From an optimization exercise on the open Yosys and OpenROAD flow, aimed at small area, a short achievable clock period and few clock cycles per item; shortcuts taken in it are not production practice. No activity file was given, so power comes from the tool's default toggle rates.

==> try-tundra <==
==> flow/design.v (excerpt) <==
module brimet_alu (
    input  wire        clk,
    input  wire        rst,
    input  wire        in_valid,
    input  wire [7:0]  in_op,
    input  wire [13:0] in_imm,
    input  wire [31:0] in_a,
    input  wire [7:0]  in_aq,
    input  wire [31:0] in_b,
    input  wire [7:0]  in_bq,
    input  wire [31:0] in_d,
    input  wire [7:0]  in_dq,
    output reg         out_valid,
    output reg  [31:0] out_val,
    output reg  [7:0]  out_q
);
export LEC_CHECK = 0
export CAP_MARGIN = 20
export CORE_MARGIN = 2
export CORE_UTILIZATION = 50
export SLEW_MARGIN = 20
export SYNTH_HIERARCHICAL = 1
export SYNTH_MINIMUM_KEEP_SIZE = 0
create_clock -name core_clock -period 36.0 [get_ports {clk}]
standard.sh (not shown) runs the stock make flow with config.mk's settings and CLKGATE_MAP_FILE= SYNTH_SCRIPT=/design/flow/synth_recipe.tcl, a recipe that flattens the netlist after the stock synthesis.
==> flow/flow/run.sh <==
#!/bin/bash
# Standard ORFS layout of the design at the design's clock period and
# constraints; the only change is a larger setup margin for repair_timing,
# so that the resizer also works on paths well inside the clock period.
set -euo pipefail
bash standard.sh SETUP_SLACK_MARGIN=28.5 finish > standard_flow.log 2>&1
==> inputs of try-juniper, as changes to try-tundra <==
--- a/flow/design.v
+++ b/flow/design.v
@@ -1122,71 +1122,82 @@
     wire [7:0]  nlow = {1'b0, rsh} - 8'd51;
     reg  [23:0] lowmask;
     integer k;
     always @* begin
         for (k = 0; k < 24; k = k + 1)
             lowmask[k] = (rsh > 7'd51) && (nlow > k);
     end
     wire stk = |(mc & lowmask);
+    wire [31:0] fa = flush(s0_a);
+    wire [31:0] fb = flush(s0_b);
+    wire [31:0] fd = flush(s0_d);
     wire        da_lt, da_gt, tb_lt, tb_gt;
-    brimet_cmp31 u_cmp1 (.x(s0_d[30:0]), .y(s0_a[30:0]), .lt(da_lt), .gt(da_gt));
-    wire        da_ge = (s0_d[31] != s0_a[31]) ? s0_a[31] : s0_d[31] ? ~da_gt : ~da_lt;
-    wire        t_d   = op_qual | (op_clamp & da_ge);
-    wire [31:0] t_v   = t_d ? s0_d : s0_a;
-    brimet_cmp31 u_cmp2 (.x(t_v[30:0]), .y(s0_b[30:0]), .lt(tb_lt), .gt(tb_gt));
-    wire        tb_le = (t_v[31] != s0_b[31]) ? t_v[31] : t_v[31] ? ~tb_lt : ~tb_gt;
+    brimet_cmp31 u_cmp1 (.x(fd[30:0]), .y(fa[30:0]), .lt(da_lt), .gt(da_gt));
+    wire        da_ge = (fd[31] != fa[31]) ? fa[31] : fd[31] ? ~da_gt : ~da_lt;
+    wire [31:0] t_cl  = (op_clamp & da_ge) ? fd : fa;
+    brimet_cmp31 u_cmp2 (.x(t_cl[30:0]), .y(fb[30:0]), .lt(tb_lt), .gt(tb_gt));
+    wire        tb_le = (t_cl[31] != fb[31]) ? t_cl[31] : t_cl[31] ? ~tb_lt : ~tb_gt;
+    wire [31:0] r_cl  = tb_le ? t_cl : fb;
     wire        d_ge  = ge_half(s0_d);
     wire        a_ge  = ge_half(s0_a);
-    wire        pick_t = op_sel ? d_ge : (op_abs | op_qual) ? 1'b1 : (tb_le ^ op_max);
-    wire [31:0] r_v    = pick_t ? t_v : s0_b;
-    wire        op_mm  = op_min | op_max | op_clamp | op_abs;
-    wire        op_byp = op_mm | op_sel | op_qual;
-    wire        r_sub  = op_mm & (r_v[30:23] == 8'd0);
-    wire [31:0] o_v    = {r_v[31] & ~op_abs, r_v[30:23], r_v[22:0] & {23{~r_sub}}} & {32{op_byp}};
+    wire [31:0] sel_v = d_ge ? s0_a : s0_b;
+    reg [31:0] o_v;
     reg [7:0]  o_q;
     reg        o_bad;
     always @* begin
+        o_v   = 32'd0;
         o_q   = Q_GOOD;
         o_bad = 1'b0;
         case (s0_op)
             OP_ADD, OP_SUB, OP_MUL: begin
                 o_q   = worse(s0_aq, s0_bq);
                 o_bad = !finite(s0_a) || !finite(s0_b);
             end
             OP_MAC: begin
                 o_q   = worse(worse(s0_aq, s0_bq), s0_dq);
                 o_bad = !finite(s0_a) || !finite(s0_b) || !finite(s0_d);
             end
-            OP_MIN, OP_MAX: begin
+            OP_MIN: begin
+                o_v   = tb_le ? fa : fb;
                 o_q   = worse(s0_aq, s0_bq);
-                o_bad = is_nan(s0_a) || is_nan(s0_b) || !finite(r_v);
+                o_bad = is_nan(s0_a) || is_nan(s0_b) || !finite(o_v);
+            end
+            OP_MAX: begin
+                o_v   = tb_le ? fb : fa;
+                o_q   = worse(s0_aq, s0_bq);
+                o_bad = is_nan(s0_a) || is_nan(s0_b) || !finite(o_v);
             end
             OP_ABS: begin
+                o_v   = {1'b0, fa[30:0]};
                 o_q   = s0_aq;
                 o_bad = !finite(s0_a);
             end
             OP_CLAMP: begin
+                o_v   = r_cl;
                 o_q   = worse(worse(s0_dq, s0_aq), s0_bq);
                 o_bad = is_nan(s0_d) || is_nan(s0_a) || is_nan(s0_b) ||
-                        !finite(t_v) || !finite(r_v);
+                        !finite(t_cl) || !finite(r_cl);
             end
             OP_SEL: begin
+                o_v   = sel_v;
                 o_q   = d_ge ? worse(s0_dq, s0_aq) : worse(s0_dq, s0_bq);
-                o_bad = !finite(r_v);
+                o_bad = !finite(sel_v);
             end
             OP_QUAL: begin
+                o_v = s0_d;
                 case (s0_qsel)
                     3'd0: o_q = worse(s0_aq, s0_bq);
                     3'd1: o_q = s0_aq;
                     3'd2: o_q = (s0_dq == Q_GOOD && s0_aq != Q_GOOD) ? Q_UNCERT : s0_dq;
                     default: o_q = a_ge ? {2'b00, s0_qsub} : s0_dq;
                 endcase
             end
             default: begin
+                o_v = 32'd0;
                 o_q = Q_GOOD;
             end
         endcase
     end
     reg        s1_valid;
     reg        s1_fma;
     reg        s1_bad;
     reg [7:0]  s1_q;
@@ -1201,23 +1212,23 @@
             s1_valid <= 1'b0;
         else
             s1_valid <= s0_valid;
         s1_fma <= op_fma;
         s1_bad <= o_bad;
         s1_q   <= o_q;
         s1_p   <= prod;
         s1_mc  <= op_fma ? mc : o_v[23:0];
-        s1_rsh <= op_fma ? rsh : 7'd51;
-        s1_stk <= op_fma & stk;
+        s1_rsh <= rsh;
+        s1_stk <= stk;
         s1_tb  <= op_fma ? tb : {2'b00, o_v[31:24]};
-        s1_sp  <= op_fma & sp;
-        s1_sc  <= op_fma & sc;
+        s1_sp  <= sp;
+        s1_sc  <= sc;
         s1_zs  <= pz & cz & sp & sc;
-        s1_pz  <= pz | ~op_fma;
+        s1_pz  <= pz;
     end
     wire [24:0] al1 = s1_rsh[0] ? {1'b0, s1_mc} : {s1_mc, 1'b0};           
     wire [26:0] al2 = s1_rsh[1] ? {2'b0, al1} : {al1, 2'b0};               
     wire [30:0] al3 = s1_rsh[2] ? {4'b0, al2} : {al2, 4'b0};               
     wire [38:0] al4 = s1_rsh[3] ? {8'b0, al3} : {al3, 8'b0};               
     wire [54:0] al5 = s1_rsh[4] ? {16'b0, al4} : {al4, 16'b0};             
     wire [74:0] al6 = s1_rsh[5] ? {32'b0, al5[54:12]} : {al5, 20'b0};      
     wire [74:0] aw  = (s1_rsh[6] ? {64'b0, al6[74:64]} : al6) | {74'd0, s1_stk};
@@ -1235,17 +1246,19 @@
     );
     wire [25:0] hi     = aw[74:49];
     wire [25:0] hi_inc = hi + 26'd1;
     wire [25:0] hi_dec = hi - 26'd1;
     wire        hi_z   = (hi == 26'd0);
     wire        neg = esub & ~c1 & hi_z;
     reg  [74:0] mag;
     always @* begin
-        if (!esub)
+        if (!s1_fma)
+            mag = {43'd0, s1_tb[7:0], s1_mc};
+        else if (!esub)
             mag = {c0 ? hi_inc : hi, lo0};
         else if (neg)
             mag = {26'd0, ~lo0};
         else
             mag = {c1 ? hi : hi_dec, lo1};
     end
     wire        rs  = neg ? s1_sp : s1_sc;
     reg        s2_valid;
@@ -1286,60 +1299,48 @@
     wire        z2  = ~|n5[27:26];
     wire [25:0] n6  = z2 ? n5[25:0] : n5[27:2];                             
     wire        k2  = ~z2 & (|n5[1:0]);
     wire        z1  = ~n6[25];
     wire [24:0] n7  = z1 ? n6[24:0] : n6[25:1];                             
     wire        k1  = ~z1 & n6[0];
     wire        t24 = k32 | k16 | k8 | k4 | k2 | k1;
     wire [6:0]  lz  = {z64, z32, z16, z8, z4, z2, z1};
-    wire signed [10:0] tbx = {s2_tb[9], s2_tb};
-    wire signed [10:0] l1  = tbx - 11'sd1;       
-    wire signed [10:0] l2  = tbx - 11'sd255;     
-    wire signed [10:0] l3  = tbx - 11'sd254;     
-    wire [6:0]  l1s = l1[10] ? 7'd0 : (l1 > 11'sd127) ? 7'd127 : l1[6:0];
-    wire [6:0]  l2s = l2[10] ? 7'd0 : (l2 > 11'sd127) ? 7'd127 : l2[6:0];
-    wire        l3v = !l3[10] && (l3 <= 11'sd127);
-    wire        t0v = !tbx[10] && (tbx <= 11'sd127);
-    wire        te_pos = !l1[10] && (lz <= l1s);                  
-    wire        te_max = !l2[10] && (lz <= l2s);                  
-    wire        te_254 = l3v && (lz == l3[6:0]);                  
-    wire        te_0   = t0v && (lz == s2_tb[6:0]);               
+    wire signed [9:0] te = s2_tb - $signed({3'd0, lz});
     wire [23:0] m24 = n7[24:1];
     wire        g24 = n7[0];
     wire        i24 = g24 & (t24 | m24[0]);
     wire [24:0] r25 = {1'b0, m24} + {24'd0, i24};
-    wire [7:0]  te8 = s2_tb[7:0] - {1'b0, lz};
-    wire [7:0]  fe8 = te8 + {7'd0, r25[24]};
+    wire signed [9:0] fe = te + $signed({9'd0, r25[24]});
     reg [31:0] fr;
     reg        ovf;
     always @* begin
         ovf = 1'b0;
         if (!n7[24]) begin
             fr = {s2_zs, 31'd0};
-        end else if (te_pos) begin
-            if (te_max || (te_254 && r25[24])) begin
+        end else if (te >= 10'sd1) begin
+            if (fe >= 10'sd255) begin
                 ovf = 1'b1;
                 fr  = QNAN;
             end else begin
-                fr = {s2_rs, fe8, r25[24] ? 23'd0 : r25[22:0]};
+                fr = {s2_rs, fe[7:0], r25[24] ? 23'd0 : r25[22:0]};
             end
-        end else if (te_0 && (&n7[24:2]) && n7[1]) begin
+        end else if (te == 10'sd0 && (&n7[24:2]) && n7[1]) begin
             fr = {s2_rs, 8'd1, 23'd0};
         end else begin
             fr = {s2_rs, 31'd0};
         end
     end
     wire bad = s2_bad | (s2_fma & ovf);
     always @(posedge clk) begin
         if (rst)
             out_valid <= 1'b0;
         else
             out_valid <= s2_valid;
-        out_val <= bad ? QNAN : s2_fma ? fr : {s2_tb[7:0], s2_mag[23:0]};
+        out_val <= bad ? QNAN : s2_fma ? fr : s2_mag[31:0];
         out_q   <= bad ? Q_OVERRNG : s2_q;
     end
 endmodule
 module brimet_cadd49 (
     input  wire [48:0] x,
     input  wire [48:0] y,
     output wire [48:0] s0,
     output wire [48:0] s1,
==> flow/flow/run.sh (replaced) <==
#!/bin/bash
# Standard ORFS layout of the design at the design's clock period and
# constraints; the only change is a larger setup margin for repair_timing,
# so that the resizer also works on paths well inside the clock period.
set -euo pipefail
bash standard.sh SETUP_SLACK_MARGIN=27 finish > standard_flow.log 2>&1
==> notes <==
Between try-tundra and try-juniper, the lower die area is in try-tundra (gap 1.3%, measured against try-juniper). In try-juniper the cell count is higher than in try-tundra, by about 3%. In try-tundra the sequential share of layout area is lower than in try-juniper, by 0.19 points. Of try-tundra and try-juniper, try-juniper has the higher total power (gap 0.30%, measured against try-juniper). Critical path depth is the same in try-juniper and try-tundra. In try-tundra the synthesized area is lower than in try-juniper, by about 1.3%. Register-to-register slack: try-juniper is worse than try-tundra (1.4 ns). Between try-juniper and try-tundra, the lower synthesized cell count is in try-tundra (gap 5.2%, measured against try-tundra).
Function was not checked in any run of this note: the RTL went through the layout flow alone.

## port drivers added, routing unchanged
How much do the figures lean on ideal ports? The routed layouts below were timed once more, with nothing changed but the port constraints. Step 1 (the two cells are an assumption about what drives the block):
set clk [get_ports {clk}]
set_driving_cell -lib_cell sky130_fd_sc_hd__clkbuf_16 $clk
set_driving_cell -lib_cell sky130_fd_sc_hd__buf_2 [delete_from_list [all_inputs] $clk]
Step 2 moves the port delays by t, midway between the first and last clock arrival at a register: inputs arrive t later, outputs are due t later. That takes back most of the time a late clock gives input paths. a / b / c = ideal ports / drivers / drivers and shift; a / b = the first two.
run	shift t [ns]	slack for setup (ns)	worst data-port slew with drivers (ns)
try-tundra	0.658	27.760 / 27.687 / 27.881	0.05
try-juniper	0.681	27.309 / 27.234 / 27.326	0.06
After both steps every run listed still meets setup and hold.
